What follows belongs to an exercise in optimizing a design on an open flow for small area, a short achievable clock period and few clock cycles; a production flow would make more cautious choices. Function was checked by simulation only, so behaviour that the tests miss may differ from the original. No activity file was given, so power comes from the tool's default toggle rates.

$ cat flow/design.v
module ladle_tdiv_step #(
    parameter QB = 20
) (
    input  wire [10:0]   vc,
    input  wire [11:0]   rem_i,
    input  wire [QB-1:0] sh_i,
    output wire [11:0]   rem_o,
    output wire [QB-1:0] sh_o
);
    wire [12:0] t1 = {rem_i, sh_i[QB-1]};
    wire [12:0] o1 = {2'b00, vc} ^ {13{~rem_i[11]}};
    wire [12:0] r1 = t1 + o1 + {12'd0, ~rem_i[11]};
    wire [12:0] t2 = {r1[11:0], sh_i[QB-2]};
    wire [12:0] o2 = {2'b00, vc} ^ {13{~r1[12]}};
    wire [12:0] r2 = t2 + o2 + {12'd0, ~r1[12]};
    assign rem_o = r2[11:0];
    assign sh_o  = {sh_i[QB-3:0], ~r1[12], ~r2[12]};
endmodule
module ladle_wdiv_step (
    input  wire [111:0] dm,
    input  wire [9:0]   rem_i,
    input  wire [19:0]  sh_i,
    output reg  [9:0]   rem_o,
    output wire [19:0]  sh_o,
    output reg  [3:0]   dg
);
    wire [13:0] t = {rem_i, sh_i[19:16]};
    wire [13:0] mk [1:15];
    genvar k;
    generate
        for (k = 0; k < 8; k = k + 1) begin : g_odd
            assign mk[2*k+1] = dm[14*k +: 14];
        end
    endgenerate
    assign mk[2]  = {mk[1][12:0], 1'b0};
    assign mk[4]  = {mk[1][11:0], 2'b0};
    assign mk[8]  = {mk[1][10:0], 3'b0};
    assign mk[6]  = {mk[3][12:0], 1'b0};
    assign mk[12] = {mk[3][11:0], 2'b0};
    assign mk[10] = {mk[5][12:0], 1'b0};
    assign mk[14] = {mk[7][12:0], 1'b0};
    wire [14:0] df [1:15];
    wire [16:1] ge;
    assign ge[16] = 1'b0;
    generate
        for (k = 1; k < 16; k = k + 1) begin : g_cmp
            assign df[k] = {1'b0, t} - {1'b0, mk[k]};
            assign ge[k] = ~df[k][14];
        end
    endgenerate
    integer i;
    always @* begin
        dg = 4'd0;
        rem_o = (ge[1] ? 10'd0 : t[9:0]);
        for (i = 1; i < 16; i = i + 1)
            if (ge[i] & ~ge[i+1]) begin
                dg = dg | i[3:0];
                rem_o = rem_o | df[i][9:0];
            end
    end
    assign sh_o = {sh_i[15:0], dg};
endmodule
module ladle_div3 (
    input  wire [1:0] m_i,
    input  wire [3:0] dg,
    output reg  [3:0] q,
    output reg  [1:0] m_o
);
    always @* begin
        case ({m_i, dg})
            6'd0: begin q = 4'd0; m_o = 2'd0; end
            6'd1: begin q = 4'd0; m_o = 2'd1; end
            6'd2: begin q = 4'd0; m_o = 2'd2; end
            6'd3: begin q = 4'd1; m_o = 2'd0; end
            6'd4: begin q = 4'd1; m_o = 2'd1; end
            6'd5: begin q = 4'd1; m_o = 2'd2; end
            6'd6: begin q = 4'd2; m_o = 2'd0; end
            6'd7: begin q = 4'd2; m_o = 2'd1; end
            6'd8: begin q = 4'd2; m_o = 2'd2; end
            6'd9: begin q = 4'd3; m_o = 2'd0; end
            6'd10: begin q = 4'd3; m_o = 2'd1; end
            6'd11: begin q = 4'd3; m_o = 2'd2; end
            6'd12: begin q = 4'd4; m_o = 2'd0; end
            6'd13: begin q = 4'd4; m_o = 2'd1; end
            6'd14: begin q = 4'd4; m_o = 2'd2; end
            6'd15: begin q = 4'd5; m_o = 2'd0; end
            6'd16: begin q = 4'd5; m_o = 2'd1; end
            6'd17: begin q = 4'd5; m_o = 2'd2; end
            6'd18: begin q = 4'd6; m_o = 2'd0; end
            6'd19: begin q = 4'd6; m_o = 2'd1; end
            6'd20: begin q = 4'd6; m_o = 2'd2; end
            6'd21: begin q = 4'd7; m_o = 2'd0; end
            6'd22: begin q = 4'd7; m_o = 2'd1; end
            6'd23: begin q = 4'd7; m_o = 2'd2; end
            6'd24: begin q = 4'd8; m_o = 2'd0; end
            6'd25: begin q = 4'd8; m_o = 2'd1; end
            6'd26: begin q = 4'd8; m_o = 2'd2; end
            6'd27: begin q = 4'd9; m_o = 2'd0; end
            6'd28: begin q = 4'd9; m_o = 2'd1; end
            6'd29: begin q = 4'd9; m_o = 2'd2; end
            6'd30: begin q = 4'd10; m_o = 2'd0; end
            6'd31: begin q = 4'd10; m_o = 2'd1; end
            6'd32: begin q = 4'd10; m_o = 2'd2; end
            6'd33: begin q = 4'd11; m_o = 2'd0; end
            6'd34: begin q = 4'd11; m_o = 2'd1; end
            6'd35: begin q = 4'd11; m_o = 2'd2; end
            6'd36: begin q = 4'd12; m_o = 2'd0; end
            6'd37: begin q = 4'd12; m_o = 2'd1; end
            6'd38: begin q = 4'd12; m_o = 2'd2; end
            6'd39: begin q = 4'd13; m_o = 2'd0; end
            6'd40: begin q = 4'd13; m_o = 2'd1; end
            6'd41: begin q = 4'd13; m_o = 2'd2; end
            6'd42: begin q = 4'd14; m_o = 2'd0; end
            6'd43: begin q = 4'd14; m_o = 2'd1; end
            6'd44: begin q = 4'd14; m_o = 2'd2; end
            6'd45: begin q = 4'd15; m_o = 2'd0; end
            6'd46: begin q = 4'd15; m_o = 2'd1; end
            6'd47: begin q = 4'd15; m_o = 2'd2; end
            default: begin q = 4'd0; m_o = 2'd0; end
        endcase
    end
endmodule
module ladle_csa8 (
    input  wire [127:0] d,
    output wire [20:0]  s,
    output wire [20:0]  c
);
    function [41:0] csa;             
        input [20:0] a, b, e;
        csa = {a ^ b ^ e, {(a & b) | (a & e) | (b & e)} << 1};
    endfunction
    wire [20:0] v [0:7];
    genvar k;
    generate
        for (k = 0; k < 8; k = k + 1) begin : g_v
            assign v[k] = {5'd0, d[16*k +: 16]};
        end
    endgenerate
    wire [20:0] s1, c1, s2, c2, s3, c3, s4, c4, s5, c5;
    assign {s1, c1} = csa(v[0], v[1], v[2]);
    assign {s2, c2} = csa(v[3], v[4], v[5]);
    assign {s3, c3} = csa(s1, c1, s2);
    assign {s4, c4} = csa(c2, v[6], v[7]);
    assign {s5, c5} = csa(s3, c3, s4);
    assign {s, c}   = csa(s5, c5, c4);
endmodule
module ladle_share (
    input  wire         clk,
    input  wire         rst,           
    input  wire         start,
    output wire         ready,
    output reg          done,
    input  wire [14:0]  bud_grid,      
    input  wire [14:0]  bud_site,
    input  wire [14:0]  bud_curt,
    input  wire [14:0]  bud_t1,
    input  wire [14:0]  bud_t2,
    input  wire [7:0]   aux,           
    input  wire [9:0]   eff,           
    input  wire [7:0]   up_step,       
    input  wire [7:0]   act,           
    input  wire [7:0]   rsv,           
    input  wire [127:0] dem,           
    input  wire [15:0]  prio,          
    input  wire [87:0]  volt,          
    output reg          limited,
    output reg  [127:0] alloc,         
    output reg  [151:0] tgt            
);
    localparam TIT = 10;                       
    localparam QB  = 2 * TIT;                  
    integer i, j;
    genvar g;
    reg s_idle, s_run, s_bud, s_mul, s_wdiv, s_wupd, s_wsum, s_wld, s_twait;
    reg tz;                   
    reg tbusy;                
    reg [3:0] tcnt;
    reg [2:0] wcnt;
    reg wfirst, wsec;         
    reg wchk;                 
    reg lim;
    assign ready = s_idle;
    reg  [14:0] b_r [0:2];
    reg  [7:0]  aux_r;
    reg  [11:0] e3_r;             
    reg  [14:0] up100;            
    reg  [7:0]  act_r;
    reg  [7:0]  rsv_r;
    reg  [1:0]  p_r [0:7];
    reg  [10:0] v_r [0:7];        
    reg  [2:0]  bsel;
    reg  [14:0] bdif;
    wire [15:0] bsub [0:2];
    generate
        for (g = 0; g < 3; g = g + 1) begin : g_bs
            assign bsub[g] = {1'b0, b_r[g]} - {8'd0, aux_r};
        end
    endgenerate
    wire b01 = b_r[0] <= b_r[1];
    wire b02 = b_r[0] <= b_r[2];
    wire b12 = b_r[1] <= b_r[2];
    always @* begin
        bsel[0] = b01 & b02;
        bsel[1] = ~b01 & b12;
        bsel[2] = ~b02 & ~b12;
        bdif = 15'd0;
        for (i = 0; i < 3; i = i + 1)
            if (bsel[i] && !bsub[i][15]) bdif = bdif | bsub[i][14:0];
    end
    reg  [14:0] bd;           
    reg  [16:0] r15;          
    wire [27:0] x3s = bd * e3_r - r15;
    wire [26:0] x0  = x3s[26:0];               
    reg         xz;                            
    wire [3:0]  nres = ((rsv_r[0] & ~act_r[0]) + (rsv_r[1] & ~act_r[1])) +
                       ((rsv_r[2] & ~act_r[2]) + (rsv_r[3] & ~act_r[3])) +
                       ((rsv_r[4] & ~act_r[4]) + (rsv_r[5] & ~act_r[5])) +
                       ((rsv_r[6] & ~act_r[6]) + (rsv_r[7] & ~act_r[7]));
    reg  [7:0]  sat;          
    wire [7:0]  open_n = act_r & ~sat;         
    wire [15:0] dmk [0:7];
    wire [2:0]  wk  [0:7];
    generate
        for (g = 0; g < 8; g = g + 1) begin : g_dm
            assign dmk[g] = smask[g] ? alloc[g*16 +: 16] : 16'd0;
            assign wk[g]  = open_n[g] ? {1'b0, p_r[g]} + 3'd1 : 3'd0;
        end
    endgenerate
    wire [20:0] ssv, scv;
    ladle_csa8 u_csa8 (
        .d({dmk[7], dmk[6], dmk[5], dmk[4], dmk[3], dmk[2], dmk[1], dmk[0]}),
        .s(ssv), .c(scv)
    );
    wire [5:0]  wsum = ((wk[0] + wk[1]) + (wk[2] + wk[3])) + ((wk[4] + wk[5]) + (wk[6] + wk[7]));
    reg  [18:0] s_r;          
    reg  [7:0]  smask;        
    wire [20:0] ssum = ssv + scv;
    reg  [5:0]  ws_r;         
    reg  [26:0]  xr;          
    reg  [111:0] dmul;        
    wire [111:0] dmul_n;
    generate
        for (g = 0; g < 8; g = g + 1) begin : g_dmul
            localparam integer MW = (g == 0) ? 10 : (g <= 2) ? 12 : (g <= 4) ? 13 : 14;
            wire [13:0] m = ws_r * (25 * (2 * g + 1));
            assign dmul_n[14*g +: 14] = {{(14-MW){1'b0}}, m[MW-1:0]};
        end
    endgenerate
    reg  [9:0]  wrem;
    reg  [19:0] wsh;          
    reg  [3:0]  wdg;          
    reg         wdv;          
    reg  [1:0]  wm3;
    reg  [15:0] wq3;          
    wire [9:0]  wrem_n;
    wire [19:0] wsh_n;
    wire [3:0]  wdg_n;
    ladle_wdiv_step u_wdiv (
        .dm(dmul), .rem_i(wrem), .sh_i(wsh), .rem_o(wrem_n), .sh_o(wsh_n), .dg(wdg_n)
    );
    wire [3:0] q3d;
    wire [1:0] m3n;
    ladle_div3 u_div3 (.m_i(wm3), .dg(wdg), .q(q3d), .m_o(m3n));
    wire        wovf = wchk && (xr[26:16] >= {1'b0, dmul[9:0]});
    wire [26:0] xnext = xr - {s_r, 8'd0} - {s_r, 5'd0} - {s_r, 3'd0} - {s_r, 2'd0};
    wire [28:0] lchk  = {2'b00, xr} - {s_r, 8'd0} - {s_r, 5'd0} - {s_r, 3'd0} - {s_r, 2'd0};
    wire        wpart = s_wdiv;
    wire [19:0] q3  = wpart ? {wq3[7:0], q3d, (m3n == 2'd1) ? 8'h55 : (m3n == 2'd2) ? 8'hAA : 8'h00}
                            : {wq3, q3d};     
    wire [19:0] lq  = wpart ? {wsh[11:0], 8'h00} : wsh;
    wire [19:0] a1  = xz ? 20'd0 : {2'd0, q3[19:2]};       
    wire [19:0] a2  = xz ? 20'd0 : {1'd0, q3[19:1]};       
    wire [19:0] a3  = xz ? 20'd0 : {2'd0, lq[19:2]};       
    wire [19:0] a4  = xz ? 20'd0 : q3;                     
    reg  [19:0] aw [0:7];
    reg  [7:0]  fit;
    always @* begin
        for (i = 0; i < 8; i = i + 1) begin
            case (p_r[i])
                2'd0: aw[i] = a1;
                2'd1: aw[i] = a2;
                2'd2: aw[i] = a3;
                default: aw[i] = a4;
            endcase
            fit[i] = (aw[i][19:16] != 4'd0) || (alloc[i*16 +: 16] <= aw[i][15:0]);
        end
    end
    wire [7:0] newsat = open_n & fit;
    reg  [7:0]  tmask;
    wire        tload  = s_bud | s_wupd;
    wire        tfin;
    reg  [11:0] trem [0:7];
    reg  [QB-1:0] tsh [0:7];
    wire [11:0] trem_n [0:7];
    wire [QB-1:0] tsh_n [0:7];
    reg         tchk;
    reg  [7:0]  tbig, tbig14;
    always @* for (i = 0; i < 8; i = i + 1) begin
        tbig[i]   = trem[i][11:2] >= v_r[i];           
        tbig14[i] = trem[i] >= {1'b0, v_r[i]};         
    end
    wire        tovf   = tchk && (tbig != 8'd0);
    wire        tovf14 = tchk && (tbig14 != 8'd0);
    assign      tfin = tbusy && (tcnt == TIT[3:0] - 4'd1);
    wire [15:0] tsrc [0:7];       
    wire [25:0] tnum [0:7];
    generate
        for (g = 0; g < 8; g = g + 1) begin : g_t
            assign tsrc[g] = s_bud ? tsh[g][15:0] : open_n[g] ? aw[g][15:0] : alloc[g*16 +: 16];
            assign tnum[g] = {tsrc[g], 10'd0} - {tsrc[g], 4'd0} - {tsrc[g], 3'd0};
            ladle_tdiv_step #(.QB(QB)) u_tdiv (
                .vc(v_r[g]), .rem_i(trem[g]), .sh_i(tsh[g]),
                .rem_o(trem_n[g]), .sh_o(tsh_n[g])
            );
        end
    endgenerate
    reg [19:0] pu;
    reg [18:0] tq;
    reg        thi_lt, thi_eq, tlt;
    reg [18:0] prev;
    always @(posedge clk) begin
        if (rst) begin
            s_idle <= 1'b1;
            s_run  <= 1'b0;
            {s_bud, s_mul, s_wdiv, s_wupd, s_wsum, s_wld, s_twait} <= 7'd0;
            done   <= 1'b0;
            tbusy  <= 1'b0;
            tz     <= 1'b1;
        end else begin
            done <= 1'b0;
            if (s_bud || (s_wupd && newsat == 8'd0)) tbusy <= 1'b1;
            else if (tfin || s_wupd)                 tbusy <= 1'b0;
            if (s_mul)     tz <= 1'b0;
            if (s_idle && start) begin
                s_idle <= 1'b0;
                s_run  <= 1'b1;
                s_bud  <= 1'b1;
            end
            if (s_bud) begin
                s_bud <= 1'b0;
                s_mul <= 1'b1;
            end
            if (s_mul) begin
                s_mul  <= 1'b0;
                s_wdiv <= 1'b1;
            end
            if (s_wdiv) begin
                if (wsec && !lim) begin               
                    s_wdiv  <= 1'b0;
                    s_twait <= 1'b1;
                end else if (wcnt == 3'd3 && !wsec && newsat != 8'd0) begin
                    s_wdiv <= 1'b0;                   
                    s_wsum <= 1'b1;
                end else if (wcnt == 3'd4) begin
                    s_wdiv <= 1'b0;
                    s_wupd <= 1'b1;
                end
            end
            if (s_wupd) begin
                s_wupd <= 1'b0;
                if (newsat == 8'd0) s_twait <= 1'b1;
                else                s_wsum <= 1'b1;
            end
            if (s_wsum) begin
                s_wsum <= 1'b0;
                s_wld  <= 1'b1;
            end
            if (s_wld) begin
                s_wld  <= 1'b0;
                s_wdiv <= 1'b1;
            end
            if (s_twait && tfin) begin
                done    <= 1'b1;
                s_twait <= 1'b0;
                s_idle  <= 1'b1;
                s_run   <= 1'b0;
            end
        end
    end
    always @(posedge clk) begin
        if (!s_run) begin
            b_r[0] <= (bud_site < bud_grid) ? bud_site : bud_grid;
            b_r[1] <= (bud_t1 < bud_curt) ? bud_t1 : bud_curt;
            b_r[2] <= bud_t2;
            aux_r  <= aux;
            e3_r   <= {2'b00, eff} + {1'b0, eff, 1'b0};
            up100  <= {up_step, 6'd0} + {up_step, 5'd0} + {up_step, 2'd0};
            act_r  <= act;
            rsv_r  <= rsv;
            smask  <= act;
            sat    <= 8'd0;
            for (i = 0; i < 8; i = i + 1) begin
                p_r[i] <= prio[i*2 +: 2];
                v_r[i] <= volt[i*11 +: 11];
            end
        end
        for (i = 0; i < 8; i = i + 1) begin
            if (!s_run) begin
                trem[i] <= 12'd0;
                tsh[i]  <= {4'd0, act[i] ? dem[i*16 +: 16] : 16'd0};
            end else if (tload) begin
                trem[i] <= tnum[i][25:14];
                tsh[i]  <= {tnum[i][13:0], 6'd0};
            end else if (tovf) begin
                trem[i] <= {6'd0, trem[i][11:6]};
                tsh[i]  <= {trem[i][5:0], tsh[i][QB-1:6]};
            end else if (tovf14) begin
                trem[i] <= {2'd0, trem[i][11:2]};
                tsh[i]  <= {trem[i][1:0], tsh[i][QB-1:6], 4'd0};
            end else begin
                trem[i] <= trem_n[i];
                tsh[i]  <= tsh_n[i];
            end
        end
        tchk <= tload;
        if (tload) begin
            tcnt  <= 4'd3;
            tmask <= act_r;
        end else begin
            tcnt  <= tovf ? 4'd0 : tovf14 ? 4'd2 : tcnt + 4'd1;
        end
        if (tfin)
            for (i = 0; i < 8; i = i + 1) begin
                tq = tsh_n[i][18:0];
                thi_lt = tsh[i][16:0] < tgt[i*19+2 +: 17];
                thi_eq = tsh[i][16:0] == tgt[i*19+2 +: 17];
                tlt = thi_lt || (thi_eq && tq[1:0] < tgt[i*19 +: 2]);
                if (tmask[i] && tlt)
                    tgt[i*19 +: 19] <= tq;
            end
        if (s_mul | s_wld) begin
            wrem <= s_mul ? x0[25:16] : xnext[25:16];
            wsh  <= {(s_mul ? x0[15:0] : xnext[15:0]), 4'd0};
            wm3  <= 2'd0;
            wcnt <= 3'd1;
            wdg  <= 4'd0;
            wdv  <= 1'b1;
            wchk <= 1'b1;
        end else if (wovf) begin
            wrem <= {3'd0, xr[26:20]};
            wsh  <= xr[19:0];
            wm3  <= 2'd0;
            wcnt <= 3'd0;
            wdv  <= 1'b0;
            wchk <= 1'b0;
        end else begin
            wrem <= wrem_n;
            wsh  <= wsh_n;
            wcnt <= wcnt + 3'd1;
            if (wdv) begin
                wm3 <= m3n;
                wq3 <= {wq3[11:0], q3d};
            end
            wdg  <= wdg_n;
            wdv  <= s_wdiv;
            wchk <= 1'b0;
        end
        wfirst <= s_mul;
        wsec   <= wfirst;
        if (wfirst) lim <= xz ? (s_r != 19'd0) : lchk[28];
        if (wsec)   limited <= lim;
        if (s_bud) begin
            for (i = 0; i < 8; i = i + 1)
                alloc[i*16 +: 16] <= tsh[i][15:0];
            bd   <= bdif;
            r15  <= nres * 14'd15000;
            for (i = 0; i < 8; i = i + 1) begin
                if (v_r[i] < 11'd150) v_r[i] <= 11'd150;
            end
            ws_r  <= wsum;
        end
        if (s_mul) begin
            for (i = 0; i < 8; i = i + 1) begin
                prev = tz ? 19'd0 : tgt[i*19 +: 19];
                pu = {1'b0, prev} + {5'd0, up100};
                if (!act_r[i])
                    tgt[i*19 +: 19] <= 19'd0;
                else if (pu[19])
                    tgt[i*19 +: 19] <= 19'h7FFFF;
                else
                    tgt[i*19 +: 19] <= pu[18:0];
            end
        end
        if (s_mul) begin
            xr   <= x0;
            xz   <= x3s[27];
            dmul <= dmul_n;
            s_r  <= ssum[18:0];
        end
        if (s_wdiv && wcnt == 3'd3 && !wsec && newsat != 8'd0) begin
            sat   <= sat | newsat;
            smask <= newsat;
        end
        if (s_wupd) begin
            if (newsat == 8'd0) begin
                for (i = 0; i < 8; i = i + 1)
                    if (open_n[i]) alloc[i*16 +: 16] <= aw[i][15:0];
            end else begin
                sat   <= sat | newsat;
                smask <= newsat;
            end
        end
        if (s_wsum) begin
            s_r  <= ssum[18:0];
            ws_r <= wsum;
        end
        if (s_wld) begin
            xr   <= xnext;
            dmul <= dmul_n;
        end
    end
endmodule
$ cat flow/flow/run.sh
#!/bin/bash
# Layout flow: the standard flow (standard.sh), with repair_timing aiming
# for extra setup slack beyond the design's clock period. The constraints
# (constraint.sdc, the design's clock period) are not changed.
set -euo pipefail
MARGIN=$(cat flow/margin.txt)
bash standard.sh SETUP_SLACK_MARGIN="$MARGIN" finish > standard_flow.log 2>&1
$ cat flow/flow/margin.txt
14.4
$ cat flow/standard.sh
#!/bin/bash
# synth_recipe.tcl (not shown) runs the flow's synth.tcl, then flattens the netlist and writes it again
# the make line also repeats each setting of config.mk as NAME=value (left out here)
make -C /OpenROAD-flow-scripts/flow DESIGN_CONFIG=/design/flow/config.mk WORK_HOME=/design/flow/orfs CLKGATE_MAP_FILE= SYNTH_SCRIPT=/design/flow/synth_recipe.tcl "${@:-finish}"
$ cat flow/config.mk
export PLATFORM = sky130hd
export DESIGN_NAME = ladle_share
export DESIGN_NICKNAME = ladle_share
export VERILOG_FILES = /design/flow/design.v
export SDC_FILE = /design/flow/constraint.sdc
export NUM_CORES = 8
export LEC_CHECK = 0
export ABC_AREA = 1
export CAP_MARGIN = 20
export CORE_MARGIN = 2
export CORE_UTILIZATION = 45
export CTS_CLUSTER_DIAMETER = 100
export CTS_CLUSTER_SIZE = 30
export SLEW_MARGIN = 20
$ cat flow/constraint.sdc
create_clock -name core_clock -period 20.0 [get_ports {clk}]
set_input_delay 4.0000 -clock core_clock [delete_from_list [all_inputs] [get_ports {clk}]]
set_output_delay 4.0000 -clock core_clock [all_outputs]
set_load 0.01 [all_outputs]
==> results of run 1 <==
## where the power goes
group	switching, uW	leakage [uW]	total [uW]	internal [uW]
Sequential	730	0.00890	3670	2940
Clock	1130	0.00156	2050	923
Combinational	13200	0.0548	20700	7500
Total	15100	0.0652	26400	11400
## through the flow
step	worst slack, ps	hold slack (ps)	utilization
finish	14340	393	0.526
global route	14160	390	0.526
CTS	14310	377	0.518
detailed placement	13070	367	0.493
global placement	13130	344	0.493
floorplan	14120	339	-
## area by class of cell
type | count | area [sq um] | area share
antenna | 22 | 55.1 | 0.000408
clock buffer | 85 | 2110 | 0.0156
clock inverter | 69 | 1170 | 0.00866
inverter | 2444 | 9330 | 0.0692
multi-input combinational | 11923 | 82300 | 0.610
sequential | 1003 | 25000 | 0.186
tap | 3384 | 4230 | 0.0314
timing repair buffer | 1175 | 10600 | 0.0784
timing repair inverter | 7 | 41.3 | 0.000306
## routing by layer
metal | global-route usage | up-vias | part of all wire
met5 | 0.0157 | - | 0.0020
met4 | 0.262 | 30 | 0.080
met3 | 0.129 | 1229 | 0.13
met2 | 0.578 | 6588 | 0.39
met1 | 0.542 | 56240 | 0.40
li1 | - | 54716 | -
## cells in the mapped netlist (all sizes together), types with 62 or more instances
library cell | count | share of area
a31oi | 130 | 0.0070
o22ai | 62 | 0.0034
o2111ai | 75 | 0.0057
ha | 1613 | 0.17
a211oi | 84 | 0.0055
o21bai | 73 | 0.0047
edfxtp | 455 | 0.12
o211ai | 250 | 0.016
nor2 | 1080 | 0.035
clkbuf | 382 | 0.012
o221ai | 116 | 0.0088
nand2 | 3394 | 0.11
o21ai | 1084 | 0.047
a21oi | 1407 | 0.061
inv | 2424 | 0.079
nand4 | 146 | 0.0079
o21a | 95 | 0.0062
dfxtp | 548 | 0.095
nand3 | 665 | 0.029
nor3 | 141 | 0.0061
xor2 | 392 | 0.030
fa | 511 | 0.088
xnor2 | 242 | 0.018
buf | 129 | 0.0058
## state kept, by name, indices dropped and copies added, names as in the netlist, 10 cells and up
| name | cells |
|---|---|
| xr | 27 |
| tsh | 160 |
| e3_r | 12 |
| p_r | 16 |
| b_r | 45 |
| r15 | 14 |
| bd | 15 |
| s_r | 19 |
| up100 | 13 |
| alloc | 128 |
| tgt | 152 |
| dmul | 85 |
| v_r | 88 |
| wq3 | 16 |
| wsh | 20 |
| trem | 96 |
| wrem | 10 |
## placed cells by master (no fill, tap or decap), types with 82 or more instances in the layout
| cell | Yosys | final |
|---|---|---|
| dfxtp_1 | 548 | 422 |
| a211oi_1 | 84 | 84 |
| clkbuf_16 | 0 | 85 |
| fa_1 | 511 | 508 |
| a21oi_1 | 1394 | 1303 |
| nand2_1 | 3378 | 3320 |
| o21a_1 | 94 | 94 |
| inv_1 | 2408 | 2371 |
| o21ai_1 | 47 | 90 |
| clkdlybuf4s50_1 | 0 | 342 |
| buf_4 | 9 | 431 |
| a31oi_1 | 130 | 124 |
| nand3_1 | 665 | 654 |
| o221ai_1 | 116 | 109 |
| xnor2_1 | 242 | 235 |
| nor2_1 | 1073 | 1050 |
| o21ai_0 | 1032 | 898 |
| o21ai_2 | 5 | 90 |
| dlygate4sd2_1 | 0 | 82 |
| xor2_1 | 392 | 386 |
| buf_2 | 53 | 97 |
| o211ai_1 | 250 | 250 |
| ha_1 | 1613 | 1563 |
| nor3_1 | 140 | 136 |
| a21oi_2 | 12 | 88 |
| edfxtp_1 | 455 | 455 |
| nand4_1 | 145 | 145 |
| dfxtp_4 | 0 | 89 |
## cell families after synthesis
family | Yosys count | synth area share
and+or+nand+nor | 5565 | 0.197
AOI/OAI and AO/OA | 3591 | 0.181
buffers and inverters | 2955 | 0.0976
adders and majority gates | 2124 | 0.263
DFF | 1003 | 0.213
xor gates and xnor gates | 634 | 0.0480
muxes | 1 | 0.0000865
## how the worst min path moves through the flow
stage / end / slack, ps / startpoint / cells after the start
after floorplan: wsec / 340 / wfirst / 0
after detailed placement: wsec / 370 / wfirst / 0
final: wsec / 390 / wfirst / 0
after global placement: wsec / 340 / wfirst / 0
after global routing: wsec / 390 / wfirst / 0
after CTS: wsec / 380 / wfirst / 0
## repair_timing
item / in CTS / in global routing
pin swaps: 27 / 111
gates resized for setup: 1210 / 490
buffers inserted: 235 / 76
gates cloned: 6 / 10
endpoints found under the hold margin: 0 / 0
setup endpoints to repair: 834 / 556
hold buffers: 0 / 0
==> impl_results.md, run 1 <==
* Slew Limit Fails at 0
* Worst Setup SP: p_r[0][0]
* # rows at 186
* Synth Instances at 15,873
* CP endpoint kind: register
* Synth async-reset ratio at 0
* Number of global-route vias before repair at 109,735
* Antenna viol nets, final at 0
* Post-synth EDFFs at 455
* Die Area at 261,000 sq um
* Vias/cell at 5.91
* Netlist Area Pre-Place at 116,000 sq um
* Vias post-DR at 118,803
* Reg clk slew, reported paths at 110 ps
* Min cycle time layout at 5660 ps
* Peak fanout along the critical path at 13
* Clock latency (worst-skew pair) at 850 ps
* Iter 0 DRT Violations at 14,708
* CP startpoint kind: register
* Die height at 511 microns
* Max-cap viol count at 0
* Sequential-to-total area share from yosys stat at 0.213
* WP data required at 20,710 ps
* Path type of the worst min-delay path: reg2reg
* Register-to-Register Path Depth at 18
* Final Hold Fails at 0
* Total power at 26,400 uW
* CP max stage cell: ha_1
* Antenna violations before repair at 53
* Dpl hpwl at 434,000 microns
* TritonCTS clock tree: yes
* P_leak at 0.0652 uW
* Layout cells sized above 1 at 0.0931
* Fill count at 25,464
* RSZ-0062 raised after global routing: true
* Clock Skew at 83.3 ps
* Syn nets at 18,349
* Fin nets at 19,112
* Distinct cells, synth at 79
* Largest net degree at the start of global routing at 116
* Yosys reg bits at 1,003
* Slew @ Worst Pin at 1260 ps
* WP depth at 18
* Finish-stage setup viols at 0
* YS warnings at 16
* DR WL/cell at 27.8 microns
* Power per standard cell area at 196 nW/um^2
* Top FF cell, synth: dfxtp_1
* Port bufs at 634
* Starting Density at 0.452
* R2r endpoint: trem[0][3]
* Root Buffer: clkbuf_16
* Critical Path AT at 6370 ps
* Detailed Route WL at 559,000 microns
* Core area at 256,000 sq um
* Crit-path max cell delay at 710 ps
* Crit path max-delay family: compound AO/OA/AOI/OAI gates
* Most used cell, CP: inv_1
* First-pass GRT wire length at 783,000 microns
* Global route overflow at 0
* Die width at 511 microns
* Tcrit/Tclk final at 0.283
* Placed Cells incl. Taps at 19,609
* Status: complete, no violations
* 1st-pass router iterations at 9
* Finished Layout Cells at 20,112
* Crit-path cells: ha_1 -> clkinvlp_4 -> o21ai_0 -> nor2_1 -> a21boi_1 -> inv_1 -> fa_1 -> inv_1 -> ha_1 -> a21oi_1 -> inv_1 -> a31o_2 -> a21oi_2 -> o21ai_2 -> or2_2 -> a32o_1 -> nand2_1 -> nand2_1
* H-tree levels at 3
* Setup CP Type: reg2reg
* Syn_area_per_cell at 7.29 sq um
* Area after DPL at 126,000 sq um
* CTS Buffer Depth at 3
* Buf+Inv Stages, Crit Path at 4
* Slew margin rel. at 0.157
* P&R area growth vs syn at 16.5%
* Critical R2R Launch: p_r[0][0]
* Gpl congestion at 1.08
* Design area at 135,000 sq um
* F_max at 177 MHz
* Number of I/O pins at 635
* CTS buffer count at 82
* CTS Sinks at 1,003
* Critical Path End: trem[0][3]
* R2r setup slk at 14,340 ps
* Worst VDD drop at 0.000642 V
* DRC viols at 0
* Gr usage total at 0.412
* Setup TNS Final at 0 ps
Testbench counts, summed over its fixed seeds: cycles 22,857.
==> run 2: changes to the inputs <==
--- a/flow/config.mk
+++ b/flow/config.mk
@@ -10,5 +10,5 @@
 export CORE_MARGIN = 2
 export CORE_UTILIZATION = 45
 export CTS_CLUSTER_DIAMETER = 100
-export CTS_CLUSTER_SIZE = 30
+export CTS_CLUSTER_SIZE = 20
 export SLEW_MARGIN = 20
==> run 2 against run 1 <==
Net effect: still clean on timing, DRC and antenna; total power up 1.0%; critical path depth down 17; first-iteration DRC count down 0.41%; clock power about the same; area after synthesis unchanged; sequential cell count unchanged; design area up 0.11%; via count about the same; sequential share of layout area about the same; largest power group unchanged.
==> impl_results.md, run 2 <==
* Layout cells sized above 1 at 0.0924 (-0.000703)
* Syn_area_per_cell at 7.29 sq um (unchanged)
* Buf+Inv Stages, Crit Path at 1 (-3)
* Clock Skew at 70.6 ps (-12.7 ps)
* Count leader, synth: nand2_1
* Path type of the worst min-delay path: reg2reg
* Power per standard cell area at 198 nW/um^2 (+0.90%)
* Largest area contributor in the netlist: ha_1
* Clock latency (worst-skew pair) at 830 ps (-20 ps)
* DR WL/cell at 27.6 microns (-0.65%)
* Largest registers: tsh (160), tgt (152), alloc (128)
* Slew margin rel. at 0.149 (-0.00803)
* P&R area growth vs syn at 16.7%
* Gr usage total at 0.409 (-0.00246)
* Port bufs at 634 (unchanged)
* Setup CP Type: reg2out
* Tcrit/Tclk final at 0.280 (-0.00242)
* Starting Density at 0.452 (unchanged)
* WP data required at 16,000 ps (-4710 ps)
* Core area at 256,000 sq um (unchanged)
* Detailed Route WL at 556,000 microns (-0.61%)
* Iter 0 DRT Violations at 14,647 (-0.41%)
* Root Buffer: clkbuf_16
* Most instantiated cells after synthesis: nand2_1, inv_1, ha_1
* Max-cap viol count at 0 (unchanged)
* Synth area leaders: ha_1, edfxtp_1, nand2_1
* Most frequent cells in the layout: nand2_1, inv_1, ha_1, a21oi_1, nor2_1
* 1st-pass router iterations at 10 (+1)
* Setup TNS Final at 0 ps (unchanged)
* Critical Path AT at 1610 ps (-4760 ps)
* Die height at 511 microns (unchanged)
* Slew Limit Fails at 0 (unchanged)
* Crit path max-delay family: flip-flops
* Antenna violations before repair at 66 (+25%)
* TritonCTS clock tree: yes
* Finish-stage setup viols at 0 (unchanged)
* Design area at 135,000 sq um (+0.11%)
* DRC viols at 0 (unchanged)
* P_leak at 0.0653 uW (about the same)
* CTS buffer count at 85 (+3.7%)
* WHS at 380 ps (-13.6 ps)
* Number of global-route vias before repair at 109,440 (-0.27%)
* Die Area at 261,000 sq um (unchanged)
* Syn nets at 18,349 (unchanged)
* # rows at 186 (unchanged)
* Final Hold Fails at 0 (unchanged)
* Distinct cells, synth at 79 (unchanged)
* Reg clk slew, reported paths at 90 ps (-20 ps)
* Gpl congestion at 1.08 (unchanged)
* Sw frac at 0.564 (-0.00632)
* Crit-path max cell delay at 470 ps (-240 ps)
* H-tree levels at 3 (unchanged)
* Clk pwr share at 0.076 (-0.002)
* Number of I/O pins at 635 (unchanged)
* Crit-path cells: clkdlybuf4s15_2
* CP endpoint kind: output pin
* Antenna viol nets, final at 0 (unchanged)
* Commonest non-fill, non-tap cell in the layout: nand2_1
* YS warnings at 16 (unchanged)
* Vias post-DR at 118,879 (+0.064%)
* Comb pwr share at 0.787 (+0.004)
* Post-synth EDFFs at 455 (unchanged)
* NetSw at 15,000 uW (-0.10%)
* Synth top area share at 0.174 (unchanged)
* Area after DPL at 126,000 sq um (unchanged)
* Dpl hpwl at 434,000 microns (unchanged)
* CTS Sinks at 1,003 (unchanged)
* Hold buffers post-CTS at 0 (unchanged)
* Slew @ Worst Pin at 1280 ps (+13.4 ps)
* Synth async-reset ratio at 0 (unchanged)
* Largest net degree at the start of global routing at 116 (unchanged)
* Max FFs per register at 160 (unchanged)
* Synth Instances at 15,873 (unchanged)
* Vias/cell at 5.91 (about the same)
* CP startpoint kind: register
* Largest Register: tsh
* Status: complete, no violations
* Yosys reg bits at 1,003 (unchanged)
* Netlist Area Pre-Place at 116,000 sq um (unchanged)
* First-pass GRT wire length at 779,000 microns (-0.46%)
* Sequential-to-total area share from yosys stat at 0.213 (unchanged)
* Die width at 511 microns (unchanged)
* Fin util at 0.527 (+0.000600)
* RSZ-0062 raised after global routing: true
* Reg power frac at 0.137 (-0.002)
* Internal power at 11,600 uW (+2.5%)
* Fin nets at 19,119 (+0.037%)
* Min cycle time layout at 5610 ps (-48.4 ps)
* F_max at 178 MHz (+0.86%)
* Peak fanout along the critical path at 5 (-8)
* CP max stage cell: dfxtp_1
* Top FF cell, synth: dfxtp_1
* Worst VDD drop at 0.000692 V (+7.8%)
* CTS Buffer Depth at 3 (unchanged)
* Global route overflow at 0 (unchanged)
==> run 2: stage by stage <==
stage                     total power (uW)  setup slack [ps]  std cells
after floorplan                      15700             14120      15873
after global placement               21900             13130      19608
after detailed placement             22000             13070      19609
after CTS                            24900             14380      19985
after global routing                 28700             14200      20100
final                                26700             14390      20120
==> run 2: worst reg2reg max path, cell delays in order, from the launching register on <==
cell       delay, ps
dfxtp_1          320
buf_6            190
inv_2            180
nand2_1           90
a21oi_2          120
buf_4            380
inv_1            380
o2111ai_1        290
o21a_1           260
nand2_1          210
o21ai_1          540
inv_1            270
fa_1             530
ha_1             360
a21oi_1          220
o21ai_0          180
a21oi_1          270
nor2_1            80
nor2_1           150
nand2_1           70
nand2_1           70
nand2_1          100
nand2_1           70
a21oi_1           80
==> run 2: what timing repair did <==
action                     4_1_cts  5_1_grt
buffers inserted               214      102
gates cloned                     4       11
hold endpoints to repair         0        0
gates resized for setup       1172      513
pin swaps                       27      126
setup endpoints to repair      836      530
==> run 2: worst paths after layout <==
check                           slack [ps]           to  cells after the start  startpoint
worst max-delay path                 14390    alloc[14]                      1   alloc[14]
worst min-delay path                   380         wsec                      0      wfirst
worst max register to register       14420  trem[5][10]                     23      s_wdiv
worst min register to register         380         wsec                      0      wfirst
==> run 2: routing by layer <==
layer  track usage  wire length [microns]  up-vias
met5             0                    707        -
met4         0.254                  43700       28
met3         0.125                  70000     1156
met2         0.580                 220000     6508
met1         0.539                 221000    56437
li1              -                      -    54750
==> run 2: logic make-up after synthesis <==
logic type,synth area share
flops,0.213
simple gates,0.197
fa+ha+maj,0.263
mux,0.0000865
xor+xnor,0.0480
buf+inv,0.0976
compound gates,0.181
==> run 2: final cells by class <==
class	instances	area [sq um]
inverters	2444	9330
flip-flops and latches	1003	25000
repair inverters	5	27.5
fillers	25460	121000
multi-input cells	11924	82400
well taps	3384	4230
clock buffers	99	2250
diodes	22	55.1
repair buffers	1180	10800
clock inverters	59	906
==> run 2: power by group through the flow <==
stage / Sequential, uW / Clock (uW) / Combinational [uW]
after detailed placement: 3670 / 0 / 18300
after floorplan: 3300 / 0 / 12400
after global placement: 3680 / 0 / 18200
after CTS: 3610 / 2030 / 19200
after global routing: 3660 / 2090 / 22900
final: 3670 / 2020 / 21000
==> run 3: changes to the inputs <==
==> flow/flow/margin.txt (replaced) <==
14.6
==> run 3 against run 2 <==
Net effect: still clean; wire length grew 5.7%; area after synthesis is the same; non-clock buffer count grew 261; clock skew shrank 15 ps; synthesized cell count is the same; design area grew 2.9%; cell count grew 1.2%; sequential share of layout area shrank 0.48 points; largest power group unchanged.
==> impl_results.md, run 3 <==
* F_max at 178 MHz (about the same)
* Port bufs at 634 (unchanged)
* Slew margin rel. at 0.151 (+0.00222)
* Largest registers: tsh (160), tgt (152), alloc (128)
* Global route overflow at 0 (unchanged)
* Number of global-route vias before repair at 111,142 (+1.6%)
* Tcrit/Tclk final at 0.280 (about the same)
* Dpl hpwl at 450,000 microns (+3.9%)
* Vias post-DR at 120,253 (+1.2%)
* Synth async-reset ratio at 0 (unchanged)
* Vias/cell at 5.90 (about the same)
* Fill count at 25,197 (-1.0%)
* RSZ-0062 raised after global routing: true
* Detailed Route WL at 588,000 microns (+5.7%)
* Setup CP Type: reg2out
* Starting Density at 0.452 (unchanged)
* First-pass GRT wire length at 816,000 microns (+4.8%)
* Synth top area share at 0.174 (unchanged)
* Synth area leaders: ha_1, edfxtp_1, nand2_1
* Syn nets at 18,349 (unchanged)
* Area after DPL at 126,000 sq um (about the same)
* TritonCTS clock tree: yes
* Gr usage total at 0.433 (+0.0242)
* Die Area at 261,000 sq um (unchanged)
* Netlist Area Pre-Place at 116,000 sq um (unchanged)
* Finish-stage setup viols at 0 (unchanged)
* 1st-pass router iterations at 11 (+1)
* Die height at 511 microns (unchanged)
* Max-cap viol count at 0 (unchanged)
* Sequential-to-total area share from yosys stat at 0.213 (unchanged)
* Slew @ Worst Pin at 1270 ps (-3.32 ps)
* Reg clk slew, reported paths at 90 ps (about the same)
* CP endpoint kind: output pin
* Design area at 139,000 sq um (+2.9%)
* YS warnings at 16 (unchanged)
* CTS Buffer Depth at 3 (unchanged)
* P&R area growth vs syn at 20.0%
* H-tree levels at 3 (unchanged)
* Largest net degree at the start of global routing at 110 (-5.2%)
* Final Hold Fails at 0 (unchanged)
* WP data required at 16,000 ps (about the same)
* Status: complete, no violations
* CP startpoint kind: register
* CP max stage cell: edfxtp_1
* DRC viols at 0 (unchanged)
* Fin nets at 19,377 (+1.3%)
* Die width at 511 microns (unchanged)
* Most instantiated cells after synthesis: nand2_1, inv_1, ha_1
* CTS Sinks at 1,003 (unchanged)
* Slew Limit Fails at 0 (unchanged)
* Clock latency (worst-skew pair) at 810 ps (-20 ps)
* Post-synth EDFFs at 455 (unchanged)
* # rows at 186 (unchanged)
* Crit-path cells: buf_2
* Largest Register: tsh
* Power per standard cell area at 204 nW/um^2 (+3.2%)
* Buf+Inv Stages, Crit Path at 1 (unchanged)
* Most frequent cells in the layout: nand2_1, inv_1, ha_1, a21oi_1, nor2_1
* Count leader, synth: nand2_1
* Top FF cell, synth: dfxtp_1
* Critical Path AT at 1610 ps (about the same)
* Hold buffers post-CTS at 0 (unchanged)
* Iter 0 DRT Violations at 14,340 (-2.1%)
* Layout cells sized above 1 at 0.127 (+0.0351)
* DR WL/cell at 28.9 microns (+4.4%)
* Worst VDD drop at 0.000610 V (-12%)
* Synth Instances at 15,873 (unchanged)
* Core area at 256,000 sq um (unchanged)
* Commonest non-fill, non-tap cell in the layout: nand2_1
* Syn_area_per_cell at 7.29 sq um (unchanged)
* Largest area contributor in the netlist: ha_1
* Number of I/O pins at 635 (unchanged)
* Antenna violations before repair at 48 (-27%)
* Min cycle time layout at 5610 ps (-3.40 ps)
* Crit path max-delay family: flip-flops
* P_leak at 0.0669 uW (+2.5%)
* Root Buffer: clkbuf_16
* Max FFs per register at 160 (unchanged)
* CTS buffer count at 81 (-4.7%)
* Yosys reg bits at 1,003 (unchanged)
* Clock Skew at 55.5 ps (-15.1 ps)
* Gpl congestion at 1.07 (-0.76%)
* Setup TNS Final at 0 ps (unchanged)
* Distinct cells, synth at 79 (unchanged)
* Crit-path max cell delay at 600 ps (+130 ps)
* Antenna viol nets, final at 0 (unchanged)
* Peak fanout along the critical path at 2 (-3)
* Path type of the worst min-delay path: reg2reg
-- run 3: path summary, 6_finish.rpt --
| kind | from | endpoint | slack (ps) | cells past startpoint |
|---|---|---|---|---|
| worst max-delay path | tgt[24] | tgt[24] | 14390 | 1 |
| worst min-delay path | wfirst | wsec | 380 | 0 |
| worst max register to register | bd[11] | xz | 14450 | 20 |
| worst min register to register | wfirst | wsec | 380 | 0 |
-- run 3: repair_timing --
item / CTS / global route
gates resized for setup: 2214 / 611
setup buffers: 401 / 160
endpoints found under the setup margin: 874 / 705
pin swaps: 119 / 171
cloned: 19 / 2
-- run 3: area by class of cell --
| cell class | count | area [sq um] | area share |
|---|---|---|---|
| clock inverter | 54 | 708 | 0.00510 |
| timing repair buffer | 1441 | 13500 | 0.0971 |
| clock buffer | 95 | 2170 | 0.0157 |
| inverter | 2444 | 9370 | 0.0675 |
| antenna | 19 | 47.5 | 0.000342 |
| multi-input combinational | 11927 | 83700 | 0.603 |
| timing repair inverter | 3 | 22.5 | 0.000162 |
| sequential | 1003 | 25100 | 0.180 |
| tap | 3384 | 4230 | 0.0305 |
-- run 3: logic make-up (layout without fill, tap and decap cells) --
family	count (synthesis)	count (layout)	synth area share
AO/OA/AOI/OAI	3591	3593	0.181
flip-flops	1003	1003	0.213
XOR/XNOR	634	634	0.0480
AND/OR/NAND/NOR	5565	5575	0.197
buffers and inverters	2955	4037	0.0976
adder cells (fa/ha/maj)	2124	2124	0.263
multiplexers	1	1	0.0000865
other	0	19	0
-- run 3: report_power, final --
part           internal [uW]  total (uW)  leakage [uW]  switching, uW
clock                    880        1900       0.00139           1020
sequential              2950        3670       0.00891            722
combinational           8730       22800        0.0566          14100
-- run 3: layer usage --
layer	track usage	vias to the layer above	wire [microns]
li1	-	55284	-
met1	0.574	57454	239000
met2	0.602	6318	229000
met3	0.139	1177	71800
met4	0.280	20	47300
met5	0	-	650
-- run 3: stage by stage --
stage	utilization	power, uW	setup WS [ps]	cells	hold slack [ps]
global placement	0.494	22200	12690	19619	351
CTS	0.528	26000	14390	20189	373
global route	0.542	30400	14300	20355	386
finish	0.542	28300	14390	20370	375
floorplan	-	15700	14120	15873	339
detailed placement	0.494	22300	12580	19620	364
==> run 4: changes to the inputs <==
==> flow/flow/run.sh (replaced) <==
#!/bin/bash
# Layout flow: the standard flow (standard.sh), with repair_timing aiming
# for extra setup slack beyond the design's clock period, and the port
# buffers (every input and output still gets one) taken as buf_1, which
# repair may resize. The constraints (constraint.sdc, the design's clock
# period) are not changed.
set -euo pipefail
MARGIN=$(cat flow/margin.txt)
export BUFFER_PORTS_ARGS="-buffer_cell sky130_fd_sc_hd__buf_1"
bash standard.sh SETUP_SLACK_MARGIN="$MARGIN" finish > standard_flow.log 2>&1
==> flow/flow/margin.txt (replaced) <==
14.4
==> run 4 against run 3 <==
Net effect: design area is 6.2% lower; fmax shrank 0.25%; sequential share of layout area increased by 1.1 points; wire length shrank 6.6%.
==> impl_results.md, run 4 <==
* Status: complete, no violations
* Post-synth EDFFs at 455 (unchanged)
* Worst VDD drop at 0.000538 V (-12%)
* Setup CP Type: reg2out
* Finish-stage setup viols at 0 (unchanged)
* Tcrit/Tclk final at 0.281 (+0.000695)
* Setup TNS Final at 0 ps (unchanged)
* First-pass GRT wire length at 772,000 microns (-5.4%)
* Buf+Inv Stages, Crit Path at 1 (unchanged)
* RSZ-0062 raised after global routing: true
* CP startpoint kind: register
* Slew margin rel. at 0.180 (+0.0294)
* Peak fanout along the critical path at 3 (+1)
* Reg clk slew, reported paths at 90 ps (about the same)
* H-tree levels at 3 (unchanged)
* Synth top area share at 0.174 (unchanged)
* Yosys reg bits at 1,003 (unchanged)
* Max-cap viol count at 0 (unchanged)
* Vias/cell at 5.86 (-0.77%)
* Syn nets at 18,349 (unchanged)
* Fin nets at 19,009 (-1.9%)
* Largest area contributor in the netlist: ha_1
* CP endpoint kind: output pin
* Most frequent cells in the layout: nand2_1, inv_1, ha_1, a21oi_1, nor2_1
* Total power at 26,100 uW (-8.0%)
* Number of I/O pins at 635 (unchanged)
* Critical Path AT at 1620 ps (about the same)
* Count leader, synth: nand2_1
* YS warnings at 16 (unchanged)
* Die Area at 261,000 sq um (unchanged)
* Crit path max-delay family: flip-flops
* Max FFs per register at 160 (unchanged)
* Finished Layout Cells at 20,006 (-1.8%)
* Crit-path cells: buf_1
* Gr usage total at 0.404 (-0.0289)
* Antenna violations before repair at 52 (+8.3%)
* Iter 0 DRT Violations at 13,289 (-7.3%)
* Core area at 256,000 sq um (unchanged)
* Antenna viol nets, final at 0 (unchanged)
* Synth Instances at 15,873 (unchanged)
* CTS Buffer Depth at 3 (unchanged)
* Path type of the worst min-delay path: reg2reg
* Hold buffers post-CTS at 0 (unchanged)
* Placed Cells incl. Taps at 19,587 (-0.17%)
* Slew Limit Fails at 0 (unchanged)
* Synth area leaders: ha_1, edfxtp_1, nand2_1
* DR WL/cell at 27.4 microns (-4.9%)
* DRC viols at 0 (unchanged)
* P_leak at 0.0625 uW (-6.6%)
* Detailed Route WL at 549,000 microns (-6.6%)
* WP data required at 16,000 ps (about the same)
* Global route overflow at 0 (unchanged)
* Commonest non-fill, non-tap cell in the layout: nand2_1
* Largest registers: tsh (160), tgt (152), alloc (128)
* Starting Density at 0.452 (unchanged)
* Sequential-to-total area share from yosys stat at 0.213 (unchanged)
* Top FF cell, synth: dfxtp_1
* Distinct cells, synth at 79 (unchanged)
* Gpl congestion at 1.07 (about the same)
* 1st-pass router iterations at 8 (-3)
* Worst setup margin at 14,380 ps (-13.9 ps)
* R2r setup slk at 14,450 ps (about the same)
* Die height at 511 microns (unchanged)
* Fill count at 25,924 (+2.9%)
* Clock Skew at 49.8 ps (-5.63 ps)
* Dpl hpwl at 443,000 microns (-1.6%)
* Synth async-reset ratio at 0 (unchanged)
* P&R area growth vs syn at 12.6%
* Min cycle time layout at 5620 ps (+13.9 ps)
* CTS Sinks at 1,003 (unchanged)
* Post-Place Worst Slack at 12,510 ps (-64.4 ps)
* Syn_area_per_cell at 7.29 sq um (unchanged)
* Most instantiated cells after synthesis: nand2_1, inv_1, ha_1
* Area after DPL at 122,000 sq um (-3.4%)
* Layout cells sized above 1 at 0.0784 (-0.0490)
* F_max at 178 MHz (-0.25%)
* # rows at 186 (unchanged)
* Design area at 130,000 sq um (-6.2%)
* Power per standard cell area at 200 nW/um^2 (-1.9%)
* Final Hold Fails at 0 (unchanged)
* Root Buffer: clkbuf_16
* Slew @ Worst Pin at 1230 ps (-44.1 ps)
* Port bufs at 634 (unchanged)
* Largest net degree at the start of global routing at 117 (+6.4%)
* TritonCTS clock tree: yes
* Die width at 511 microns (unchanged)
* Vias post-DR at 117,197 (-2.5%)
* CTS buffer count at 80 (-1.2%)
* Number of global-route vias before repair at 108,765 (-2.1%)
* Netlist Area Pre-Place at 116,000 sq um (unchanged)
* Largest Register: tsh
* Clock latency (worst-skew pair) at 800 ps (about the same)
* CP max stage cell: edfxtp_1
* Crit-path max cell delay at 410 ps (-190 ps)
-- run 4: worst paths after layout --
check,startpoint,end,cells past startpoint
worst max-delay path,tgt[135],tgt[135],1
worst min-delay path,wfirst,wsec,0
worst min register to register,wfirst,wsec,0
worst max register to register,bd[6],wrem[9],24
-- run 4: area by class of cell --
class | instances | area (sq um) | area share
timing repair buffer | 1079 | 6430 | 0.0494
multi-input combinational | 11921 | 82500 | 0.634
sequential | 1003 | 24900 | 0.191
clock inverter | 51 | 669 | 0.00514
clock buffer | 97 | 2080 | 0.0159
tap | 3384 | 4230 | 0.0325
inverter | 2444 | 9340 | 0.0717
antenna | 23 | 57.6 | 0.000442
timing repair inverter | 4 | 20.0 | 0.000154
-- run 4: routing by layer --
layer,global-route usage,wire [microns]
met3,0.0819,53600
met4,0.241,40900
met1,0.542,228000
met2,0.599,226000
met5,0,124
-- run 4: what timing repair did --
item	CTS	global route
setup endpoints to repair	637	469
gates cloned	6	9
resized for setup	413	479
setup buffers	122	111
pin swaps	34	134
-- run 4: logic make-up (layout without fill, tap and decap cells) --
group / count (synthesis) / in the layout / share of synthesized area
other: 0 / 23 / 0
and+or+nand+nor: 5565 / 5570 / 0.197
muxes: 1 / 1 / 0.0000865
adders and majority gates: 2124 / 2124 / 0.263
DFF: 1003 / 1003 / 0.213
xor gates and xnor gates: 634 / 634 / 0.0480
buffers and inverters: 2955 / 3675 / 0.0976
AOI/OAI and AO/OA: 3591 / 3592 / 0.181
-- run 4: power by group --
| part | switching, uW | leakage, uW | internal [uW] | total (uW) |
|---|---|---|---|---|
| combinational | 13000 | 0.0523 | 7490 | 20500 |
| sequential | 821 | 0.00889 | 2930 | 3750 |
| clock | 1020 | 0.00132 | 824 | 1840 |
| total | 14800 | 0.0625 | 11200 | 26100 |
-- run 4: worst reg2reg max path, stage by stage, from the launching register on --
cell      delay [ps]
edfxtp_1         530
nand2_2          110
fa_1             530
inv_1             50
fa_1             470
inv_1             50
fa_1             500
inv_1             50
fa_1             460
fa_1             620
ha_4             240
nand2_1           80
inv_2             40
a21oi_4          160
o21ai_4          100
a21boi_4         180
o21ai_2          100
a21boi_2         240
o21bai_4         130
a21oi_4          260
o21ai_2           80
xor2_1           220
nand2_1           80
nand2_1           80
nand2_1           50
-- run 4: stage by stage --
| stage | hold slack [ps] | utilization |
|---|---|---|
| final | 367 | 0.508 |
| after global routing | 371 | 0.508 |
| after CTS | 365 | 0.497 |
| after detailed placement | 353 | 0.477 |
| after global placement | 346 | 0.477 |
| after floorplan | 339 | - |
==> run 5: changes to the inputs <==
--- a/flow/config.mk
+++ b/flow/config.mk
@@ -8,7 +8,7 @@
 export ABC_AREA = 1
 export CAP_MARGIN = 20
 export CORE_MARGIN = 2
-export CORE_UTILIZATION = 45
+export CORE_UTILIZATION = 55
 export CTS_CLUSTER_DIAMETER = 100
 export CTS_CLUSTER_SIZE = 20
 export SLEW_MARGIN = 20
==> run 5 against run 4 <==
Net effect: first-iteration DRC count is 30% higher; clock skew shrank 3.1 ps; global-route usage is 7.7 points higher; worst setup slack lost 23 ps; combinational power up 6%; design area is 1.1% lower; sequential share of layout area increased by 0.14 points; cell count is 3.0% lower; largest cell class unchanged.
==> impl_results.md, run 5 <==
* Status: complete, no violations
* Syn nets at 18,349 (unchanged)
* Hold path endpoint: wsec
* Gr usage total at 0.482 (+0.0774)
* Power per standard cell area at 211 nW/um^2 (+5.4%)
* Clock latency (worst-skew pair) at 790 ps (about the same)
* Largest Register: tsh
* Critical R2R Launch: trem[6][11]
* Crit-path max cell delay at 620 ps (+210 ps)
* Number of global-route vias before repair at 109,022 (+0.24%)
* Final Hold Fails at 0 (unchanged)
* Buf+Inv Stages, Crit Path at 1 (unchanged)
* Layout cells sized above 1 at 0.0749 (-0.00352)
* Clock Skew at 46.8 ps (-3.07 ps)
* Vias/cell at 6.20 (+5.9%)
* Hold buffers post-CTS at 0 (unchanged)
* Setup TNS Final at 0 ps (unchanged)
* Max FFs per register at 160 (unchanged)
* Area after DPL at 121,000 sq um (-0.65%)
* Vias post-DR at 120,440 (+2.8%)
* Hold Crit Start: wfirst
* R2r setup slk at 14,370 ps (-80 ps)
* Die Area at 214,000 sq um (-18%)
* Synth Instances at 15,873 (unchanged)
* 1st-pass router iterations at 7 (-1)
* Setup CP Type: reg2out
* Min cycle time layout at 5640 ps (+22.7 ps)
* F_max at 177 MHz (-0.40%)
* Crit path max-delay family: flip-flops
* Synth area leaders: ha_1, edfxtp_1, nand2_1
* Gpl congestion at 1.11 (+3.1%)
* First-pass GRT wire length at 757,000 microns (-1.9%)
* Antenna viol nets, final at 0 (unchanged)
* Synth top area share at 0.174 (unchanged)
* Register-to-Register Path Depth at 18 (-25%)
* Path type of the worst min-delay path: reg2reg
* P_leak at 0.0622 uW (-0.48%)
* Global route overflow at 0 (unchanged)
* NetSw at 15,600 uW (+5.2%)
* Largest registers: tsh (160), tgt (152), alloc (128)
* Worst VDD drop at 0.000784 V (+46%)
* Max-cap viol count at 0 (unchanged)
* CP endpoint kind: output pin
* CTS buffer count at 73 (-8.8%)
* Comb pwr share at 0.800 (+0.015)
* Root Buffer: clkbuf_16
* Core area at 209,000 sq um (-18%)
* Antenna violations before repair at 59 (+13%)
* Port bufs at 634 (unchanged)
* Most instantiated cells after synthesis: nand2_1, inv_1, ha_1
* Slew margin rel. at 0.0872 (-0.0932)
* Clk pwr share at 0.062 (-0.009)
* Die height at 463 microns (-9.5%)
* Largest area contributor in the netlist: ha_1
* Die width at 463 microns (-9.5%)
* RSZ-0062 raised after global routing: true
* # rows at 168 (-9.7%)
* Tcrit/Tclk final at 0.282 (+0.00113)
* Hold path cells at 0 (unchanged)
* P&R area growth vs syn at 11.4%
* Reg power frac at 0.138 (-0.006)
* Dpl hpwl at 431,000 microns (-2.8%)
* Count leader, synth: nand2_1
* Slew Limit Fails at 0 (unchanged)
* Syn_area_per_cell at 7.29 sq um (unchanged)
* DRC viols at 0 (unchanged)
* Crit-path cells: buf_1
* Critical Path AT at 1640 ps (+20 ps)
* Largest net degree at the start of global routing at 199 (+70%)
* Top FF cell, synth: dfxtp_1
* CTS Sinks at 1,003 (unchanged)
* YS warnings at 16 (unchanged)
* Peak fanout along the critical path at 5 (+2)
* Sequential-to-total area share from yosys stat at 0.213 (unchanged)
* Design area at 129,000 sq um (-1.1%)
* Netlist Area Pre-Place at 116,000 sq um (unchanged)
* Iter 0 DRT Violations at 17,308 (+30%)
* Finish-stage setup viols at 0 (unchanged)
* Starting Density at 0.553 (+0.101)
* CP max stage cell: dfxtp_2
* CTS Buffer Depth at 3 (unchanged)
* Commonest non-fill, non-tap cell in the layout: nand2_1
* Fin nets at 18,995 (-0.074%)
* DR WL/cell at 27.7 microns (+0.84%)
* Yosys reg bits at 1,003 (unchanged)
* TritonCTS clock tree: yes
* Number of I/O pins at 635 (unchanged)
* Most frequent cells in the layout: nand2_1, inv_1, ha_1, a21oi_1, nor2_1
* CP startpoint kind: register
* Reg clk slew, reported paths at 90 ps (about the same)
* Distinct cells, synth at 79 (unchanged)
* Post-synth EDFFs at 455 (unchanged)
* R2r endpoint: tsh[0][1]
* Synth async-reset ratio at 0 (unchanged)
* Detailed Route WL at 537,000 microns (-2.2%)
* H-tree levels at 3 (unchanged)
* Internal power at 11,600 uW (+3.1%)
* Sw frac at 0.574 (+0.00483)
* WP data required at 16,000 ps (about the same)
* Slew @ Worst Pin at 1370 ps (+138 ps)
-- run 5: cell counts after synthesis --
Identical to the previous run, type by type.
-- run 5: layout make-up --
type	instances	area [sq um]
Multi-Input combinational cell	11923	82400
Clock buffer	99	2010
Fill cell	19571	80500
Inverter	2444	9330
Clock inverter	36	459
Sequential cell	1003	24800
Timing Repair Buffer	1070	6220
Antenna cell	27	67.6
Timing Repair inverter	4	27.5
Tap cell	2805	3510
-- run 5: worst max path at each step --
stage	from	slack, ps	endpoint	depth (start not counted)
after global placement	xz	12680	alloc[57]	22
final	alloc[70]	14360	alloc[70]	1
after CTS	bd[6]	14300	xr[25]	23
after global routing	bd[6]	14220	xr[24]	30
after detailed placement	xz	12620	alloc[56]	22
after floorplan	up_step[6]	14120	up100[13]	11
-- run 5: metrics by stage --
step | setup slack [ps] | cells | hold WS (ps) | util | total power [uW]
after floorplan | 14120 | 15873 | 339 | - | 15700
after global placement | 12680 | 18993 | 345 | 0.580 | 22000
after detailed placement | 12620 | 18994 | 356 | 0.580 | 22200
after CTS | 14300 | 19276 | 361 | 0.603 | 25200
after global routing | 14220 | 19393 | 379 | 0.615 | 29100
final | 14360 | 19411 | 353 | 0.615 | 27200
-- run 5: power groups by stage --
stage          combinational (uW)  clock, uW  sequential [uW]
6_report                    21800       1700             3750
5_1_grt                     23700       1760             3720
4_1_cts                     19900       1700             3670
3_5_place_dp                18500          0             3740
3_3_place_gp                18300          0             3740
2_1_floorplan               12400          0             3300
-- run 5: logic make-up (layout without fill, tap and decap cells) --
family / Yosys count / after routing / synth area share
and+or+nand+nor: 5565 / 5572 / 0.197
AOI/OAI and AO/OA: 3591 / 3592 / 0.181
buffers and inverters: 2955 / 3653 / 0.0976
adders and majority gates: 2124 / 2124 / 0.263
DFF: 1003 / 1003 / 0.213
xor gates and xnor gates: 634 / 634 / 0.0480
muxes: 1 / 1 / 0.0000865
other: 0 / 27 / 0
-- run 5: layer usage --
layer	GRT usage	share of wire	vias to the layer above	wire, microns
met5	0	0.00050	-	267
met4	0.352	0.094	38	50400
met3	0.143	0.14	1609	73000
met2	0.665	0.39	7795	207000
met1	0.635	0.38	56527	206000
li1	-	-	54471	-
-- run 5: timing repair --
item,CTS,global route
pin swaps,58,139
endpoints found under the setup margin,594,468
gates cloned,5,9
resized for setup,351,433
setup buffers,142,98
==> run 6: changes to the inputs <==
--- a/flow/design.v
+++ b/flow/design.v
@@ -262,8 +262,8 @@
     wire [1:0] m3n;
     ladle_div3 u_div3 (.m_i(wm3), .dg(wdg), .q(q3d), .m_o(m3n));
     wire        wovf = wchk && (xr[26:16] >= {1'b0, dmul[9:0]});
-    wire [26:0] xnext = xr - {s_r, 8'd0} - {s_r, 5'd0} - {s_r, 3'd0} - {s_r, 2'd0};
     wire [28:0] lchk  = {2'b00, xr} - {s_r, 8'd0} - {s_r, 5'd0} - {s_r, 3'd0} - {s_r, 2'd0};
+    wire [26:0] xnext = lchk[26:0];                
     wire        wpart = s_wdiv;
     wire [19:0] q3  = wpart ? {wq3[7:0], q3d, (m3n == 2'd1) ? 8'h55 : (m3n == 2'd2) ? 8'hAA : 8'h00}
                             : {wq3, q3d};     
--- a/flow/config.mk
+++ b/flow/config.mk
@@ -8,7 +8,7 @@
 export ABC_AREA = 1
 export CAP_MARGIN = 20
 export CORE_MARGIN = 2
-export CORE_UTILIZATION = 55
+export CORE_UTILIZATION = 45
 export CTS_CLUSTER_DIAMETER = 100
 export CTS_CLUSTER_SIZE = 20
 export SLEW_MARGIN = 20
==> run 6 against run 5 <==
Net effect: still clean on timing, DRC and antenna; design area shrank 0.24%; clock skew grew 36 ps; first-iteration DRC count shrank 19%; critical endpoint is now xz; largest power group unchanged; highest routed layer unchanged.
==> impl_results.md, run 6 <==
* Largest area contributor in the netlist: ha_1
* Finished Layout Cells at 19,928 (+2.7%)
* Post-Synth XOR/XNOR Area at 0.0458 (-0.00221)
* WHS at 363 ps (+9.54 ps)
* Synth Instances at 15,805 (-0.43%)
* Finish-stage setup viols at 0 (unchanged)
* Reg clk slew, reported paths at 80 ps (about the same)
* Gpl congestion at 1.08 (-2.3%)
* Die height at 506 microns (+9.4%)
* 1st-pass router iterations at 7 (unchanged)
* # rows at 184 (+9.5%)
* P_leak at 0.0629 uW (+1.2%)
* Clock latency (worst-skew pair) at 800 ps (about the same)
* Slew Limit Fails at 0 (unchanged)
* Largest registers: tsh (160), tgt (152), alloc (128)
* CP startpoint kind: register
* Syn nets at 18,195 (-0.84%)
* Gr usage total at 0.415 (-0.0668)
* Status: complete, no violations
* CTS Sinks at 1,003 (unchanged)
* Critical Path AT at 6210 ps (+4570 ps)
* First-pass GRT wire length at 772,000 microns (+1.9%)
* Global route overflow at 0 (unchanged)
* Mux cell area share after synthesis at 0.0000882 (+0.00000172)
* NetSw at 14,100 uW (-9.9%)
* Root Buffer: clkbuf_16
* Synth top area share at 0.174 (-0.000275)
* TritonCTS clock tree: yes
* Slew margin rel. at 0.0716 (-0.0156)
* Synth area leaders: ha_1, edfxtp_1, nand2_1
* Reg power frac at 0.146 (+0.008)
* Slew @ Worst Pin at 1380 ps (+10.4 ps)
* Path type of the worst min-delay path: reg2reg
* Antenna violations before repair at 52 (-12%)
* Vias/cell at 5.84 (-5.9%)
* Post-synth EDFFs at 455 (unchanged)
* Sw frac at 0.554 (-0.0198)
* Placed Cells incl. Taps at 19,504 (+2.7%)
* Yosys reg bits at 1,003 (unchanged)
* Dpl hpwl at 444,000 microns (+3.2%)
* Antenna viol nets, final at 0 (unchanged)
* Register-to-Register Path Depth at 25 (+7)
* Port bufs at 634 (unchanged)
* Comb pwr share at 0.778 (-0.022)
* Setup CP Type: reg2reg
* Commonest non-fill, non-tap cell in the layout: nand2_1
* CTS buffer count at 84 (+15%)
* Synth Area in Adders at 0.255 (-0.00769)
* Sequential-to-total area share from yosys stat at 0.217 (+0.00424)
* Tcrit/Tclk final at 0.283 (+0.00102)
* Die width at 506 microns (+9.4%)
* R2r endpoint: xz
* Main combinational cell family by area after synthesis: adder cells
* Top FF cell, synth: dfxtp_1
* Multi-input gate area in the final layout at 80,400 sq um (-2.5%)
* Synth Area in Compound Gates at 0.179 (-0.00259)
* Peak fanout along the critical path at 4 (-1)
* Power per standard cell area at 198 nW/um^2 (-6.4%)
* Layout cells sized above 1 at 0.0818 (+0.00690)
* Critical Path End: xz
* YS warnings at 16 (unchanged)
* Most frequent cells in the layout: nand2_1, inv_1, ha_1, a21oi_1, nor2_1
* H-tree levels at 3 (unchanged)
* Synth Area in Simple Gates at 0.203 (+0.00623)
* Hold buffers post-CTS at 0 (unchanged)
* P&R area growth vs syn at 13.3%
* Number of global-route vias before repair at 107,312 (-1.6%)
* Core area at 251,000 sq um (+20%)
* Largest net degree at the start of global routing at 164 (-18%)
* Detailed Route WL at 553,000 microns (+3.0%)
* Final Hold Fails at 0 (unchanged)
## run 6: through the flow
step | util | cell area, sq um | setup WS, ps | total power, uW
2_1_floorplan | - | 114000 | 14200 | 15000
6_report | 0.512 | 129000 | 14340 | 25400
4_1_cts | 0.501 | 126000 | 14320 | 23500
5_1_grt | 0.512 | 129000 | 14150 | 27400
3_5_place_dp | 0.479 | 120000 | 12180 | 20600
3_3_place_gp | 0.478 | 120000 | 12400 | 20500
## run 6: critical path, cell delays in order (launching register included)
cell      delay [ps]
edfxtp_1         480
buf_6            180
buf_6            120
buf_4            140
nand2_1           90
fa_1             450
fa_1             520
fa_2             500
fa_1             520
inv_1             50
fa_1             480
ha_4             320
nand2_4           60
buf_4            140
o21bai_4         130
nand2_1           80
nand2_2           70
nand2_2           50
nand2_2           60
nand2_1           50
o211ai_1         140
nand2_1          100
nand2_2          120
inv_2             50
o21ai_4          160
xor2_4           340
## run 6: worst min path at each step
stage	to	cells past startpoint	start
2_1_floorplan	wsec	0	wfirst
3_3_place_gp	wsec	0	wfirst
3_5_place_dp	wsec	0	wfirst
4_1_cts	wsec	0	wfirst
5_1_grt	wsec	0	wfirst
6_report	wsec	0	wfirst
## run 6: cell type report
cell class / count / share of cell area
antenna: 18 / 0.000350
clock buffer: 100 / 0.0175
clock inverter: 55 / 0.00573
inverter: 2490 / 0.0741
multi-input combinational: 11818 / 0.625
sequential: 1003 / 0.194
tap: 3348 / 0.0326
timing repair buffer: 1095 / 0.0508
timing repair inverter: 1 / 0.0000389
## run 6: power groups by stage
stage	registers, uW	clock network [uW]	logic (uW)
detailed placement	3700	0	16900
global placement	3710	0	16800
global route	3680	2000	21700
floorplan	3270	0	11700
finish	3700	1930	19800
CTS	3640	1950	17900
## run 6: logic make-up (layout without fill, tap and decap cells)
logic type,Yosys count,count (layout)
compound gates,3487,3487
flops,1003,1003
fa+ha+maj,2038,2038
other cells,0,18
buf+inv,2985,3741
xor+xnor,593,593
simple gates,5698,5699
mux,1,1
## run 6: timing repair
| action | in CTS | in global routing |
|---|---|---|
| setup endpoints to repair | 697 | 465 |
| buffers inserted | 146 | 96 |
| resized for setup | 438 | 565 |
| cloned | 1 | 7 |
| pin swaps | 65 | 162 |
## run 6: per-layer routing
metal / routed length, microns / part of all wire / vias to the layer above / GRT usage
li1: - / - / 54065 / -
met1: 231000 / 0.42 / 55389 / 0.563
met2: 227000 / 0.41 / 5822 / 0.608
met3: 55300 / 0.10 / 1038 / 0.0816
met4: 40000 / 0.072 / 21 / 0.248
met5: 414 / 0.00075 / - / 0.00796
Testbench counts of run 6, summed over its fixed seeds: cycles 22,857.

Check on run 6: ideal ports give 14.337 ns setup slack; a clkbuf_16 on the clock port and buf_2 on the inputs give 14.268 ns; moving port delays by the midpoint clock arrival (0.874 ns) as well gives 13.699 ns.
